Context: an optimization exercise on an open-source flow, tuned for small area. The choices shown serve that exercise and are no tape-out recipe. Function was checked by simulation only, so behaviour that the tests miss may differ from the original. Power and IR drop assume default switching activity.

==> v33: inputs <==
==> flow/design.v <==
module armature_law (
    input  wire        clk,
    input  wire        rst,
    input  wire        cfg_we,
    input  wire [6:0]  cfg_addr,
    input  wire [31:0] cfg_wdata,
    input  wire        start,
    input  wire [31:0] meas,
    input  wire [31:0] sp,
    input  wire [31:0] inj,
    input  wire        inj_point,
    output wire        ready,
    output reg         done,
    output wire [31:0] u,
    output wire [31:0] integ,
    output wire [15:0] gain,
    output wire [31:0] err,
    output wire [2:0]  flags
);
    reg [26:0] step;
    reg [31:0] kp, ki, imin, imax, umin, umax, offset;
    reg [15:0] tbl [0:32];
    reg [31:0] integ_r;
    integer i, j;
    always @(posedge clk) begin
        if (cfg_we) begin
            case (cfg_addr)
                7'h00: step   <= cfg_wdata[26:0];
                7'h01: kp     <= cfg_wdata;
                7'h02: ki     <= cfg_wdata;
                7'h03: imin   <= cfg_wdata;
                7'h04: imax   <= cfg_wdata;
                7'h05: umin   <= cfg_wdata;
                7'h06: umax   <= cfg_wdata;
                7'h07: offset <= cfg_wdata;
                default: ;
            endcase
            for (i = 0; i < 33; i = i + 1)
                if (cfg_addr == 7'h40 + i)
                    tbl[i] <= cfg_wdata[15:0];
        end
    end
    reg  [5:0]  c;             
    reg  [31:0] E;             
    reg  [31:0] Z;             
    reg         ipf;           
    reg  [69:0] RP, RI;        
    reg         fpP, fpI;
    reg  [26:0] REM;
    reg  [5:0]  QD;            
    reg         fq;            
    reg         XL;            
    reg  [5:0]  K;             
    reg  [15:0] G;             
    reg         ilo, ihi, ulo, uhi;
    reg         ovfIr, ovfPr;      
    wire idle = (c == 6'd0);
    assign ready = idle;
    wire go    = idle & start;
    wire ph1   = (c == 6'd1);
    wire ph2   = (c == 6'd2);
    wire ph3   = (c == 6'd3);
    wire phDI0 = (c == 6'd4);
    wire phDI  = (c >= 6'd4)  & (c <= 6'd19);
    wire phDP0 = (c == 6'd20);
    wire phDP  = (c >= 6'd20) & (c <= 6'd35);
    wire phD   = (c >= 6'd4)  & (c <= 6'd35);
    wire phDiv = (c >= 6'd4)  & (c <= 6'd25);
    wire phK   = (c == 6'd10);
    wire phIA  = (c >= 6'd11) & (c <= 6'd26);
    wire phG   = (c == 6'd27);
    wire phFI0 = (c == 6'd28);
    wire phFI  = (c >= 6'd28) & (c <= 6'd51);
    wire phFP0 = (c == 6'd36);
    wire phFP  = (c >= 6'd36) & (c <= 6'd59);
    wire ph52  = (c == 6'd52);
    wire ph53  = (c == 6'd53);
    wire ph54  = (c == 6'd54);
    wire ph55  = (c == 6'd55);
    wire ph56  = (c == 6'd56);
    wire ph57  = (c == 6'd57);
    wire ph60  = (c == 6'd60);
    wire ph61  = (c == 6'd61);
    wire ph62  = (c == 6'd62);
    wire ph63  = (c == 6'd63);
    wire phIA0 = (c == 6'd11);
    wire iam   = phIA | phG;
    wire [5:0]  cn  = idle ? 6'd1 : c + 6'd1;
    wire [3:0]  di  = cn[3:0] - 4'd4;
    wire [32:0] ex  = {E, 1'b0};
    wire        e_b1 = ex[{1'b0, di, 1'b1} + 6'd1];
    wire        e_b0 = ex[{1'b0, di, 1'b0} + 6'd1];
    wire        e_bp = ex[{1'b0, di, 1'b0}];
    reg         bd_one, bd_two, bd_neg;
    always @(posedge clk) begin
        bd_one <= e_b0 ^ e_bp;
        bd_two <= (e_b1 & ~e_b0 & ~e_bp) | (~e_b1 & e_b0 & e_bp);
        bd_neg <= e_b1;
    end
    wire bp_one = RP[0] ^ fpP;
    wire bp_two = (RP[1] & ~RP[0] & ~fpP) | (~RP[1] & RP[0] & fpP);
    wire bp_neg = RP[1];
    wire bi_one = RI[0] ^ fpI;
    wire bi_two = (RI[1] & ~RI[0] & ~fpI) | (~RI[1] & RI[0] & fpI);
    wire bi_neg = RI[1];
    wire [35:0] AP = RP[51:16];
    wire [35:0] AI = RI[51:16];
    wire [31:0] kx   = phDI ? ki : kp;
    wire [35:0] kx_m = bd_one ? {{4{kx[31]}}, kx} :
                       bd_two ? {{3{kx[31]}}, kx, 1'b0} : 36'd0;
    wire ovfP = ~((&RP[69:49]) | ~(|RP[69:49]));
    wire ovfI = ~((&RI[69:49]) | ~(|RI[69:49]));
    reg  [35:0] xS;
    always @* begin
        xS = 36'd0;
        if (ph1 | (ph57 & ipf)) xS = {{4{Z[31]}}, Z};
        if (ph2) xS = {{4{E[31]}}, E};
        if (ph3) xS = {5'd0, step, 4'd0};
        if (phD) xS = kx_m;
        if (ph52) xS = {{4{integ_r[31]}}, integ_r};
        if (ph53 | (ph55 & ilo)) xS = {{4{imin[31]}}, imin};
        if (ph54 | (ph55 & ~ilo & ihi)) xS = {{4{imax[31]}}, imax};
        if (ph56) xS = {{4{offset[31]}}, offset};
        if (ph60) xS = AI;
        if (ph61 | (ph63 & ulo)) xS = {{4{umin[31]}}, umin};
        if (ph62 | (ph63 & ~ulo)) xS = {{4{umax[31]}}, umax};
    end
    wire inv = ph2 | (phD & bd_neg) | ph53 | ph54 | ph61 | ph62;
    wire cS  = ph2 | (phD & bd_neg) | ph53 | ph61;
    wire [35:0] bS = xS ^ {36{inv}};
    wire selI = phDI | ph52 | ph53 | ph54 | ph55 | ph56 | ph57;
    wire [35:0] aS = (phDI0 | phDP0 | (ph55 & (ilo | ihi)) | ph63) ? 36'd0 :
                     selI ? AI : AP;
    wire [35:0] sS;
    wire [36:0] kS;
    assign kS[0] = cS;
    genvar gi;
    generate for (gi = 0; gi < 36; gi = gi + 1) begin : g_adds
        assign sS[gi]   = aS[gi] ^ bS[gi] ^ kS[gi];
        assign kS[gi+1] = (aS[gi] & bS[gi]) | (kS[gi] & (aS[gi] ^ bS[gi]));
    end endgenerate
    wire        fbit = phIA & fq & ~XL & ~K[5];
    wire [5:0]  tidx = K + {5'd0, fbit};
    reg  [15:0] tv;
    always @* begin
        tv = 16'd0;
        for (j = 0; j < 33; j = j + 1)
            tv = tv | (tbl[j] & {16{tidx == j}});
    end
    wire [17:0] gP_m = bp_one ? {{2{G[15]}}, G} : bp_two ? {G[15], G, 1'b0} : 18'd0;
    wire [17:0] gI_m = bi_one ? {{2{G[15]}}, G} : bi_two ? {G[15], G, 1'b0} : 18'd0;
    wire [35:0] ia_b = phG ? {{19{tv[15]}}, tv, 1'b0} : {{20{tv[15]}}, tv};
    wire [17:0] hP = iam ? (phIA0 ? 18'd0 : {RP[68:52], 1'b0}) :
                           (phFP0 ? 18'd0 : RP[69:52]);
    wire [17:0] hI = iam ? (phIA0 ? 18'd0 : {RI[68:52], RP[69]}) :
                           (phFI0 ? 18'd0 : RI[69:52]);
    wire [17:0] bHP = iam ? ia_b[17:0]  : bp_neg ? ~gP_m : gP_m;
    wire [17:0] bHI = iam ? ia_b[35:18] : bi_neg ? ~gI_m : gI_m;
    wire [17:0] sHP, sHI;
    wire [18:0] kHP, kHI;
    assign kHP[0] = ~iam & bp_neg;
    assign kHI[0] = iam ? kHP[18] : bi_neg;
    generate for (gi = 0; gi < 18; gi = gi + 1) begin : g_addh
        assign sHP[gi]   = hP[gi] ^ bHP[gi] ^ kHP[gi];
        assign kHP[gi+1] = (hP[gi] & bHP[gi]) | (kHP[gi] & (hP[gi] ^ bHP[gi]));
        assign sHI[gi]   = hI[gi] ^ bHI[gi] ^ kHI[gi];
        assign kHI[gi+1] = (hI[gi] & bHI[gi]) | (kHI[gi] & (hI[gi] ^ bHI[gi]));
    end endgenerate
    wire [35:0] sIA = {sHI, sHP};
    wire        sovf  = sS[32] ^ sS[31];
    wire [31:0] ssat  = sovf ? {sS[32], {31{~sS[32]}}} : sS[31:0];
    wire [27:0] dtry = {REM, QD[5]};
    wire [27:0] dsb  = ~{1'b0, step};
    wire [27:0] ddif;
    wire [28:0] dk;
    assign dk[0] = 1'b1;
    generate for (gi = 0; gi < 28; gi = gi + 1) begin : g_div
        assign ddif[gi]  = dtry[gi] ^ dsb[gi] ^ dk[gi];
        assign dk[gi+1]  = (dtry[gi] & dsb[gi]) | (dk[gi] & (dtry[gi] ^ dsb[gi]));
    end endgenerate
    wire dge = dk[28];            
    always @(posedge clk) begin
        if (rst) begin
            c       <= 6'd0;
            done    <= 1'b0;
            integ_r <= 32'd0;
        end else begin
            done <= 1'b0;
            if (idle) begin
                if (cfg_we && cfg_addr == 7'h08)
                    integ_r <= cfg_wdata;
                if (start)
                    c <= 6'd1;
            end else if (ph63) begin
                c    <= 6'd0;
                done <= 1'b1;
            end else begin
                c <= c + 6'd1;
            end
            if (ph55)
                integ_r <= sS[31:0];
        end
    end
    always @(posedge clk) begin
        if (go) begin
            Z   <= inj;
            ipf <= inj_point;
        end
        if (go)
            E <= meas;
        else if (ph2)
            E <= ssat;
        if (go)
            RP[51:16] <= {{4{sp[31]}}, sp};
        else if ((ph1 & ~ipf) | ph2)
            RP[51:16] <= {{4{ssat[31]}}, ssat};
        else if (ph60 | (ph63 & (ulo | uhi)))
            RP[51:16] <= sS;
        else if (phDP | phFP) begin
            RP[51:50] <= phFP ? sHP[1:0] : {2{sS[35]}};
            RP[49:16] <= phFP ? RP[51:18] : sS[35:2];
            RP[15:0]  <= {phFP ? RP[17:16] : sS[1:0], RP[15:2]};
        end
        if (phFP)
            RP[69:52] <= {{2{sHP[17]}}, sHP[17:2]};
        else if (phIA)
            RP[69:52] <= sHP;
        if (ph52 | ph55 | ph56 | ph57)
            RI[51:16] <= sS;
        else if (phDI | phFI) begin
            RI[51:50] <= phFI ? sHI[1:0] : {2{sS[35]}};
            RI[49:16] <= phFI ? RI[51:18] : sS[35:2];
            RI[15:0]  <= {phFI ? RI[17:16] : sS[1:0], RI[15:2]};
        end
        if (phFI)
            RI[69:52] <= {{2{sHI[17]}}, sHI[17:2]};
        else if (phIA)
            RI[69:52] <= sHI;
        if (phG)
            fpI <= 1'b0;
        else if (phFI)
            fpI <= RI[1];
        if (c == 6'd35)
            fpP <= 1'b0;
        else if (phFP)
            fpP <= RP[1];
        if (ph3) begin
            REM <= {1'b0, sS[31:6]};
            QD  <= sS[5:0];
            XL  <= sS[35] | ~(|sS);
        end else if (phDiv) begin
            REM <= dge ? ddif[26:0] : dtry[26:0];
            QD  <= {QD[4:0], 1'b0};
        end
        fq <= dge;
        if (phK) begin
            if (XL)
                K <= 6'd0;
            else if (K[5])
                K[4:0] <= 5'd0;
        end else if (phDiv & (c <= 6'd9))
            K <= {K[4:0], dge};
        if (phG)
            G <= sIA[32:17];
        if (ph52) ovfIr <= ovfI;
        if (ph60) ovfPr <= ovfP;
        if (ph53) ilo <= ovfIr ?  RI[69] :  sS[35];
        if (ph54) ihi <= ovfIr ? ~RI[69] : ~sS[35];
        if (ph61) ulo <= ovfPr ?  RP[69] :  sS[35];
        if (ph62) uhi <= ovfPr ? ~RP[69] : ~sS[35];
    end
    assign u     = AP[31:0];
    assign integ = integ_r;
    assign gain  = G;
    assign err   = E;
    assign flags = {ulo | uhi, ihi, ilo};
endmodule
==> flow/flow/run.sh <==
#!/bin/bash
# The standard layout (standard.sh, unchanged synthesis) with two layout
# options: port buffers use the smallest buffer cell, and clock tree
# synthesis puts up to 32 sinks on a leaf buffer and inserts no dummy loads.
# The whole ORFS output goes to flow_standard.log.
set -uo pipefail
bash standard.sh \
  BUFFER_PORTS_ARGS="-buffer_cell sky130_fd_sc_hd__buf_1" \
  CTS_ARGS="-sink_clustering_enable -repair_clock_nets -dont_use_dummy_load -sink_clustering_size 32 -sink_clustering_max_diameter 65 -buf_list sky130_fd_sc_hd__clkbuf_16" \
  finish > flow_standard.log 2>&1
==> flow/standard.sh <==
#!/bin/bash
# synth_recipe.tcl (not shown) runs the flow's synth.tcl, then flattens the netlist and writes it again
# the make line also repeats each setting of config.mk as NAME=value (left out here)
make -C /OpenROAD-flow-scripts/flow DESIGN_CONFIG=/design/flow/config.mk WORK_HOME=/design/flow/orfs CLKGATE_MAP_FILE= SYNTH_SCRIPT=/design/flow/synth_recipe.tcl "${@:-finish}"
==> flow/config.mk <==
export PLATFORM = sky130hd
export DESIGN_NAME = armature_law
export DESIGN_NICKNAME = armature_law
export VERILOG_FILES = /design/flow/design.v
export SDC_FILE = /design/flow/constraint.sdc
export NUM_CORES = 4
export LEC_CHECK = 0
export ABC_AREA = 1
export CAP_MARGIN = 10
export CORE_MARGIN = 2
export CORE_UTILIZATION = 60
export PLACE_DENSITY = 0.72
export SLEW_MARGIN = 10
==> flow/constraint.sdc <==
create_clock -name core_clock -period 20.0 [get_ports {clk}]
set_input_delay 4.0000 -clock core_clock [delete_from_list [all_inputs] [get_ports {clk}]]
set_output_delay 4.0000 -clock core_clock [all_outputs]
set_load 0.01 [all_outputs]
==> v27 (differences from v33) <==
--- a/flow/design.v
+++ b/flow/design.v
@@ -13,3 +13,3 @@
     output reg         done,
-    output wire [31:0] u,
+    output reg  [31:0] u,
     output wire [31:0] integ,
@@ -17,3 +17,3 @@
     output wire [31:0] err,
-    output wire [2:0]  flags
+    output reg  [2:0]  flags
 );
@@ -46,5 +46,10 @@
     reg         ipf;           
-    reg  [69:0] RP, RI;        
-    reg         fpP, fpI;
-    reg  [26:0] REM;
+    reg  [69:0] RI;            
+    reg  [17:0] RPH;           
+    reg  [3:0]  RPX;           
+    reg  [3:0]  RPL;           
+    wire [69:12] zp = {RPH, RPX, u, RPL};
+    reg  [69:12] zpn;
+    reg         eprev, fpP, fpI;
+    reg  [25:0] REM;           
     reg  [5:0]  QD;            
@@ -54,3 +59,3 @@
     reg  [15:0] G;             
-    reg         ilo, ihi, ulo, uhi;
+    reg         ulo;
     reg         ovfIr, ovfPr;      
@@ -73,4 +78,5 @@
     wire phFI  = (c >= 6'd28) & (c <= 6'd51);
-    wire phFP0 = (c == 6'd36);
-    wire phFP  = (c >= 6'd36) & (c <= 6'd59);
+    wire phFP0 = (c == 6'd30);
+    wire phFP  = (c >= 6'd30) & (c <= 6'd53);
+    wire phFPA = (c >= 6'd36) & (c <= 6'd53);    
     wire ph52  = (c == 6'd52);
@@ -87,17 +93,5 @@
     wire iam   = phIA | phG;
-    wire [5:0]  cn  = idle ? 6'd1 : c + 6'd1;
-    wire [3:0]  di  = cn[3:0] - 4'd4;
-    wire [32:0] ex  = {E, 1'b0};
-    wire        e_b1 = ex[{1'b0, di, 1'b1} + 6'd1];
-    wire        e_b0 = ex[{1'b0, di, 1'b0} + 6'd1];
-    wire        e_bp = ex[{1'b0, di, 1'b0}];
-    reg         bd_one, bd_two, bd_neg;
-    always @(posedge clk) begin
-        bd_one <= e_b0 ^ e_bp;
-        bd_two <= (e_b1 & ~e_b0 & ~e_bp) | (~e_b1 & e_b0 & e_bp);
-        bd_neg <= e_b1;
-    end
-    wire bp_one = RP[0] ^ fpP;
-    wire bp_two = (RP[1] & ~RP[0] & ~fpP) | (~RP[1] & RP[0] & fpP);
-    wire bp_neg = RP[1];
+    wire bp_one = zp[12] ^ fpP;
+    wire bp_two = (zp[13] & ~zp[12] & ~fpP) | (~zp[13] & zp[12] & fpP);
+    wire bp_neg = zp[13];
     wire bi_one = RI[0] ^ fpI;
@@ -105,8 +99,6 @@
     wire bi_neg = RI[1];
-    wire [35:0] AP = RP[51:16];
-    wire [35:0] AI = RI[51:16];
     wire [31:0] kx   = phDI ? ki : kp;
-    wire [35:0] kx_m = bd_one ? {{4{kx[31]}}, kx} :
-                       bd_two ? {{3{kx[31]}}, kx, 1'b0} : 36'd0;
-    wire ovfP = ~((&RP[69:49]) | ~(|RP[69:49]));
+    wire [35:0] kx_m = (E[0] ^ eprev) ? {{4{kx[31]}}, kx} :
+                       ((E[1] & ~E[0] & ~eprev) | (~E[1] & E[0] & eprev)) ? {{3{kx[31]}}, kx, 1'b0} : 36'd0;
+    wire ovfP = ~((&zp[69:49]) | ~(|zp[69:49]));
     wire ovfI = ~((&RI[69:49]) | ~(|RI[69:49]));
@@ -120,6 +112,6 @@
         if (ph52) xS = {{4{integ_r[31]}}, integ_r};
-        if (ph53 | (ph55 & ilo)) xS = {{4{imin[31]}}, imin};
-        if (ph54 | (ph55 & ~ilo & ihi)) xS = {{4{imax[31]}}, imax};
+        if (ph53 | (ph55 & flags[0])) xS = {{4{imin[31]}}, imin};
+        if (ph54 | (ph55 & ~flags[0] & flags[1])) xS = {{4{imax[31]}}, imax};
         if (ph56) xS = {{4{offset[31]}}, offset};
-        if (ph60) xS = AI;
+        if (ph60) xS = RI[51:16];
         if (ph61 | (ph63 & ulo)) xS = {{4{umin[31]}}, umin};
@@ -127,8 +119,8 @@
     end
-    wire inv = ph2 | (phD & bd_neg) | ph53 | ph54 | ph61 | ph62;
-    wire cS  = ph2 | (phD & bd_neg) | ph53 | ph61;
+    wire inv = ph2 | (phD & E[1]) | ph53 | ph54 | ph61 | ph62;
+    wire cS  = ph2 | (phD & E[1]) | ph53 | ph61;
     wire [35:0] bS = xS ^ {36{inv}};
     wire selI = phDI | ph52 | ph53 | ph54 | ph55 | ph56 | ph57;
-    wire [35:0] aS = (phDI0 | phDP0 | (ph55 & (ilo | ihi)) | ph63) ? 36'd0 :
-                     selI ? AI : AP;
+    wire [35:0] aS = (phDI0 | phDP0 | (ph55 & (flags[0] | flags[1])) | ph63) ? 36'd0 :
+                     selI ? RI[51:16] : zp[51:16];
     wire [35:0] sS;
@@ -152,5 +144,5 @@
     wire [35:0] ia_b = phG ? {{19{tv[15]}}, tv, 1'b0} : {{20{tv[15]}}, tv};
-    wire [17:0] hP = iam ? (phIA0 ? 18'd0 : {RP[68:52], 1'b0}) :
-                           (phFP0 ? 18'd0 : RP[69:52]);
-    wire [17:0] hI = iam ? (phIA0 ? 18'd0 : {RI[68:52], RP[69]}) :
+    wire [17:0] hP = iam ? (phIA0 ? 18'd0 : {zp[68:52], 1'b0}) :
+                           (phFP0 ? 18'd0 : zp[69:52]);
+    wire [17:0] hI = iam ? (phIA0 ? 18'd0 : {RI[68:52], zp[69]}) :
                            (phFI0 ? 18'd0 : RI[69:52]);
@@ -171,8 +163,8 @@
     wire [31:0] ssat  = sovf ? {sS[32], {31{~sS[32]}}} : sS[31:0];
-    wire [27:0] dtry = {REM, QD[5]};
-    wire [27:0] dsb  = ~{1'b0, step};
-    wire [27:0] ddif;
-    wire [28:0] dk;
+    wire [26:0] dtry = {REM, QD[5]};
+    wire [26:0] dsb  = ~step;
+    wire [26:0] ddif;
+    wire [27:0] dk;
     assign dk[0] = 1'b1;
-    generate for (gi = 0; gi < 28; gi = gi + 1) begin : g_div
+    generate for (gi = 0; gi < 27; gi = gi + 1) begin : g_div
         assign ddif[gi]  = dtry[gi] ^ dsb[gi] ^ dk[gi];
@@ -180,3 +172,21 @@
     end endgenerate
-    wire dge = dk[28];            
+    wire dge = dk[27];            
+    always @* begin
+        zpn = zp;
+        if (go)
+            zpn[51:16] = {{4{sp[31]}}, sp};
+        else if ((ph1 & ~ipf) | ph2)
+            zpn[51:16] = {{4{ssat[31]}}, ssat};
+        else if (ph60 | (ph63 & flags[2]))
+            zpn[51:16] = sS;
+        else if (phDP | phFPA) begin
+            zpn[51:50] = phFPA ? sHP[1:0] : {2{sS[35]}};
+            zpn[49:16] = phFPA ? zp[51:18] : sS[35:2];
+            zpn[15:12] = {phFPA ? zp[17:16] : sS[1:0], zp[15:14]};
+        end
+        if (phFP)
+            zpn[69:52] = {{2{sHP[17]}}, sHP[17:2]};
+        else if (phIA)
+            zpn[69:52] = sHP;
+    end
     always @(posedge clk) begin
@@ -212,17 +222,9 @@
             E <= ssat;
-        if (go)
-            RP[51:16] <= {{4{sp[31]}}, sp};
-        else if ((ph1 & ~ipf) | ph2)
-            RP[51:16] <= {{4{ssat[31]}}, ssat};
-        else if (ph60 | (ph63 & (ulo | uhi)))
-            RP[51:16] <= sS;
-        else if (phDP | phFP) begin
-            RP[51:50] <= phFP ? sHP[1:0] : {2{sS[35]}};
-            RP[49:16] <= phFP ? RP[51:18] : sS[35:2];
-            RP[15:0]  <= {phFP ? RP[17:16] : sS[1:0], RP[15:2]};
-        end
-        if (phFP)
-            RP[69:52] <= {{2{sHP[17]}}, sHP[17:2]};
-        else if (phIA)
-            RP[69:52] <= sHP;
+        else if (phD)
+            E <= {E[1:0], E[31:2]};
+        if (ph3 | (c == 6'd19))
+            eprev <= 1'b0;
+        else if (phD)
+            eprev <= E[1];
+        {RPH, RPX, u, RPL} <= zpn;
         if (ph52 | ph55 | ph56 | ph57)
@@ -242,8 +244,8 @@
             fpI <= RI[1];
-        if (c == 6'd35)
+        if (c == 6'd29)
             fpP <= 1'b0;
         else if (phFP)
-            fpP <= RP[1];
+            fpP <= zp[13];
         if (ph3) begin
-            REM <= {1'b0, sS[31:6]};
+            REM <= sS[31:6];
             QD  <= sS[5:0];
@@ -251,3 +253,3 @@
         end else if (phDiv) begin
-            REM <= dge ? ddif[26:0] : dtry[26:0];
+            REM <= dge ? ddif[25:0] : dtry[25:0];
             QD  <= {QD[4:0], 1'b0};
@@ -266,8 +268,8 @@
         if (ph60) ovfPr <= ovfP;
-        if (ph53) ilo <= ovfIr ?  RI[69] :  sS[35];
-        if (ph54) ihi <= ovfIr ? ~RI[69] : ~sS[35];
-        if (ph61) ulo <= ovfPr ?  RP[69] :  sS[35];
-        if (ph62) uhi <= ovfPr ? ~RP[69] : ~sS[35];
-    end
-    assign u     = AP[31:0];
+        if (ph53) flags[0] <= ovfIr ?  RI[69] :  sS[35];
+        if (ph54) flags[1] <= ovfIr ? ~RI[69] : ~sS[35];
+        if (ph61) ulo <= ovfPr ?  zp[69] :  sS[35];
+        if (ph61) flags[2] <= ovfPr | sS[35];
+        else if (ph62) flags[2] <= flags[2] | ~sS[35];
+    end
     assign integ = integ_r;
@@ -275,3 +277,2 @@
     assign err   = E;
-    assign flags = {ulo | uhi, ihi, ilo};
 endmodule
==> comparison table <==
                                                                     v33         v27
Final net count                                                     4883        4798
Antenna diode instance count                                           2           4
Power density normalized to cell area                         117 mW/mm²  120 mW/mm²
Share of the synthesized area in the top cell type                 62.1%       62.4%
Total power of the final layout                                  6430 µW     6470 µW
Hold WS                                                         0.383 ns    0.424 ns
Yosys reg bits                                                      1091        1076
Biggest fanout along the worst timing path                             7           6
Peak per-stage delay on the critical path                        0.47 ns     0.48 ns
Synthesized area per cell                                       11.4 µm²    11.5 µm²
Final cell count without fillers                                    5718        5626
Core area                                                     0.0836 mm²  0.0821 mm²
Fin util                                                           65.6%       65.7%
Initial antenna violation count                                        9           7
Maximum clock skew at final layout                              0.108 ns   0.0998 ns
FF-to-FF setup slack                                             0.73 ns     0.79 ns
Vias after detailed routing                                        38100       37000
Fraction of final layout cells sized beyond drive strength 1       7.72%       7.93%
Clock Network Area Fraction                                        3.01%       2.78%
Result of the run                       no timing/DRC/antenna violations  no timing/DRC/antenna violations
First-pass GRT wire length                                     242000 µm   234000 µm
Met2 WL                                                         72100 µm    70400 µm
Synth Area in Compound Gates                                       14.4%       14.4%

## re-timing with driven ports
The results above use ideal ports. As a check the final layouts listed here were re-extracted and re-timed, cells and wires unchanged. Step 1 assumes that a clkbuf_16 drives the clock port and a buf_2 every other input. Step 2 also shifts input and output timing later by t, the mid clock arrival at the registers, as if the neighbouring blocks saw the same clock. Slacks: no drivers / after step 1 / after step 2; pairs: no drivers / after step 1.
run | t (ns) | slack for setup (ns) | slew at the worst register clock pin (ns) | worst slew at a driven data input, ns
v33 | 0.692 | 0.728 / 0.728 / 0.728 | 0.11 / 0.11 | 0.12
v27 | 0.723 | 0.786 / 0.786 / 0.786 | 0.12 / 0.12 | 0.14
After both steps every run listed still meets setup and hold.
